Background: an optimization exercise with open tools, aiming at small area, a short achievable clock period and few clock cycles per item. Do not read the settings as production practice. Where RTL was checked, it was by simulation tests only, not by an equivalence proof against the original.

== ember ==
## fx_sha256
module fx_sha256 (
    input  wire         clk,
    input  wire         rst,      
    input  wire         start,    
    input  wire         init,     
    input  wire [511:0] block,    
    output wire         ready,    
    output reg          done,     
    output wire [255:0] digest    
);
  localparam [255:0] IV = {32'h6a09e667, 32'hbb67ae85, 32'h3c6ef372, 32'ha54ff53a,
                           32'h510e527f, 32'h9b05688c, 32'h1f83d9ab, 32'h5be0cd19};
  reg         busy;      
  reg         fin;       
  reg         initf;     
  reg  [5:0]  round;
  reg  [31:0] hr [0:7];  
  reg  [31:0] w  [0:15]; 
  reg  [31:0] a, b, c, d, e, f, g, h;
  reg [31:0] k_t;
  always @(*) begin
    case (round)
      6'd0:  k_t = 32'h428a2f98; 6'd1:  k_t = 32'h71374491;
      6'd2:  k_t = 32'hb5c0fbcf; 6'd3:  k_t = 32'he9b5dba5;
      6'd4:  k_t = 32'h3956c25b; 6'd5:  k_t = 32'h59f111f1;
      6'd6:  k_t = 32'h923f82a4; 6'd7:  k_t = 32'hab1c5ed5;
      6'd8:  k_t = 32'hd807aa98; 6'd9:  k_t = 32'h12835b01;
      6'd10: k_t = 32'h243185be; 6'd11: k_t = 32'h550c7dc3;
      6'd12: k_t = 32'h72be5d74; 6'd13: k_t = 32'h80deb1fe;
      6'd14: k_t = 32'h9bdc06a7; 6'd15: k_t = 32'hc19bf174;
      6'd16: k_t = 32'he49b69c1; 6'd17: k_t = 32'hefbe4786;
      6'd18: k_t = 32'h0fc19dc6; 6'd19: k_t = 32'h240ca1cc;
      6'd20: k_t = 32'h2de92c6f; 6'd21: k_t = 32'h4a7484aa;
      6'd22: k_t = 32'h5cb0a9dc; 6'd23: k_t = 32'h76f988da;
      6'd24: k_t = 32'h983e5152; 6'd25: k_t = 32'ha831c66d;
      6'd26: k_t = 32'hb00327c8; 6'd27: k_t = 32'hbf597fc7;
      6'd28: k_t = 32'hc6e00bf3; 6'd29: k_t = 32'hd5a79147;
      6'd30: k_t = 32'h06ca6351; 6'd31: k_t = 32'h14292967;
      6'd32: k_t = 32'h27b70a85; 6'd33: k_t = 32'h2e1b2138;
      6'd34: k_t = 32'h4d2c6dfc; 6'd35: k_t = 32'h53380d13;
      6'd36: k_t = 32'h650a7354; 6'd37: k_t = 32'h766a0abb;
  ...
==> flow/config.mk <==
export PLATFORM = sky130hd
export DESIGN_NAME = fx_sha256
export DESIGN_NICKNAME = fx_sha256
export VERILOG_FILES = /design/flow/design.v
export SDC_FILE = /design/flow/constraint.sdc
export NUM_CORES = 4
export LEC_CHECK = 0
export ABC_AREA = 1
export CAP_MARGIN = 20
export CORE_MARGIN = 2
export CORE_UTILIZATION = 40
export SLEW_MARGIN = 20
==> flow/constraint.sdc <==
create_clock -name core_clock -period 10.0 [get_ports {clk}]
set_input_delay 2.0000 -clock core_clock [delete_from_list [all_inputs] [get_ports {clk}]]
set_output_delay 2.0000 -clock core_clock [all_outputs]
set_load 0.01 [all_outputs]
run.sh (not shown) runs the stock make flow with config.mk's settings and CLKGATE_MAP_FILE= SYNTH_SCRIPT=/design/flow/synth_recipe.tcl, a recipe that flattens the netlist after the stock synthesis.
## Diff of input files: indigo against ember
- SETUP_SLACK_MARGIN newly set to 5
--- outcome ---
Looking at the reports, indigo completed the entire flow and the layout it produced met the timing, DRC and antenna checks.
Vias after detailed routing essentially unchanged between indigo and ember.
Diff ember -> indigo | critical path depth | decrease of 6
~same relative area change from synthesis to final layout in indigo and ember
As far as clock latency on the worst-skew pair is concerned, ember and indigo perform about the same.
Cmp indigo and ember / setup slack / lower: ember
Function was not checked in any run of this note: the RTL went through the layout flow alone.

job 101:
fx_sha256, a different RTL version from the one above (not shown whole).
Size: ~7400 cells after synthesis, about 1100 flip-flops.
Settings: LEC_CHECK=0, ABC_AREA=1, CAP_MARGIN=20, CORE_MARGIN=2, CORE_UTILIZATION=40, CTS_CLUSTER_DIAMETER=100, CTS_CLUSTER_SIZE=24, SLEW_MARGIN=20; clock period 10.0 ns.
standard.sh (not shown) runs the stock make flow with config.mk's settings and CLKGATE_MAP_FILE= SYNTH_SCRIPT=/design/flow/synth_recipe.tcl, a recipe that flattens the netlist after the stock synthesis.
==> flow/flow/run.sh <==
#!/bin/bash
# Own layout flow: the standard flow (ORFS synthesis through the standard flow's synthesis
# script, floorplan, power grid, placement, CTS, routing) with three changes:
#  - synthesis skips Yosys's quick generic ABC pass before adder extraction
#    (SYNTH_ARGS=-noabc); the final ABC mapping still runs;
#  - port buffers are the smallest buffer instead of a delay cell;
#  - timing repair aims for a setup margin of 6.2 ns.
# The clock period and constraints are the design's.
set -euo pipefail
bash standard.sh "SYNTH_ARGS=-noabc" "SETUP_SLACK_MARGIN=6.2" \
  "BUFFER_PORTS_ARGS=-inputs -outputs -buffer_cell sky130_fd_sc_hd__buf_1" \
  finish > standard_make.log 2>&1
Job 101 has completed all stages; timing, DRC and antenna checks passed.
Testbench counts of job 101, summed over its fixed seeds: cycles 83,224, blocks 1,280.
Edits applied to the flow inputs when going from job 101 to job 102:
==> flow/flow/run.sh <==
#!/bin/bash
# Own layout flow: the standard flow (ORFS synthesis through the standard flow's synthesis
# script, floorplan, power grid, placement, CTS, routing) with three changes:
#  - synthesis skips Yosys's quick generic ABC pass before adder extraction
#    (SYNTH_ARGS=-noabc); the final ABC mapping still runs;
#  - port buffers are the smallest buffer instead of a delay cell;
#  - timing repair aims for a setup margin of 6.4 ns.
# The clock period and constraints are the design's.
set -euo pipefail
bash standard.sh "SYNTH_ARGS=-noabc" "SETUP_SLACK_MARGIN=6.4" \
  "BUFFER_PORTS_ARGS=-inputs -outputs -buffer_cell sky130_fd_sc_hd__buf_1" \
  finish > standard_make.log 2>&1
==> notes.md <==
Looking only at relative max-transition margin, and setting everything else aside, the higher value of job 101 and job 102 goes to job 101.
In the metrics for job 101 and job 102, the one carrying the lower number of antenna repair diodes is job 101.
First-iteration detailed-routing DRC count down 262 in job 102 wrt job 101
Routed wire length of job 102 exceeds that of job 101 by a few percent.
Per the comparison of job 102 with job 101, final area +0.0020 mm2; count of TritonRoute iterations in the first routing pass -2.
Across both runs, global-route total usage across every layer was higher for job 102 than for job 101.
Between job 101 and job 102, the difference in cell area after placement is negligible.
Higher layout-stage area growth over the synthesis result goes to job 102 over job 101.
Of the two values seen for critical path endpoint, a[11]$_DFF_P_ was produced by job 101 and a[19]$_DFF_P_ by job 102.

-- re-timing with driven ports --
The results above use ideal ports. As a check the final layouts listed here were re-extracted and re-timed, cells and wires unchanged.
Step 1 assumes that a clkbuf_16 drives the clock port and a buf_2 every other input.
Step 2 times the ports against the registers' clock, not the clock port: input delays grow and output delays shrink by t, the midpoint of the rising clock arrivals with the driver on.
a / b / c = ideal / step 1 / step 2; a / b = the first two.
run	shift t [ns]	setup WS [ns]	worst data-port slew with drivers (ns)
ember	0.883	4.688 / 4.688 / 4.245	0.17
indigo	0.899	5.031 / 5.010 / 4.348	0.17
job 101	0.817	6.216 / 6.216 / 6.216	0.11
job 102	0.823	6.256 / 6.256 / 6.256	0.26
After both steps setup and hold are still met in every run listed. For indigo, which loses most, drivers alone change the setup slack by -0.021 ns; drivers and shift together by -0.683 ns.
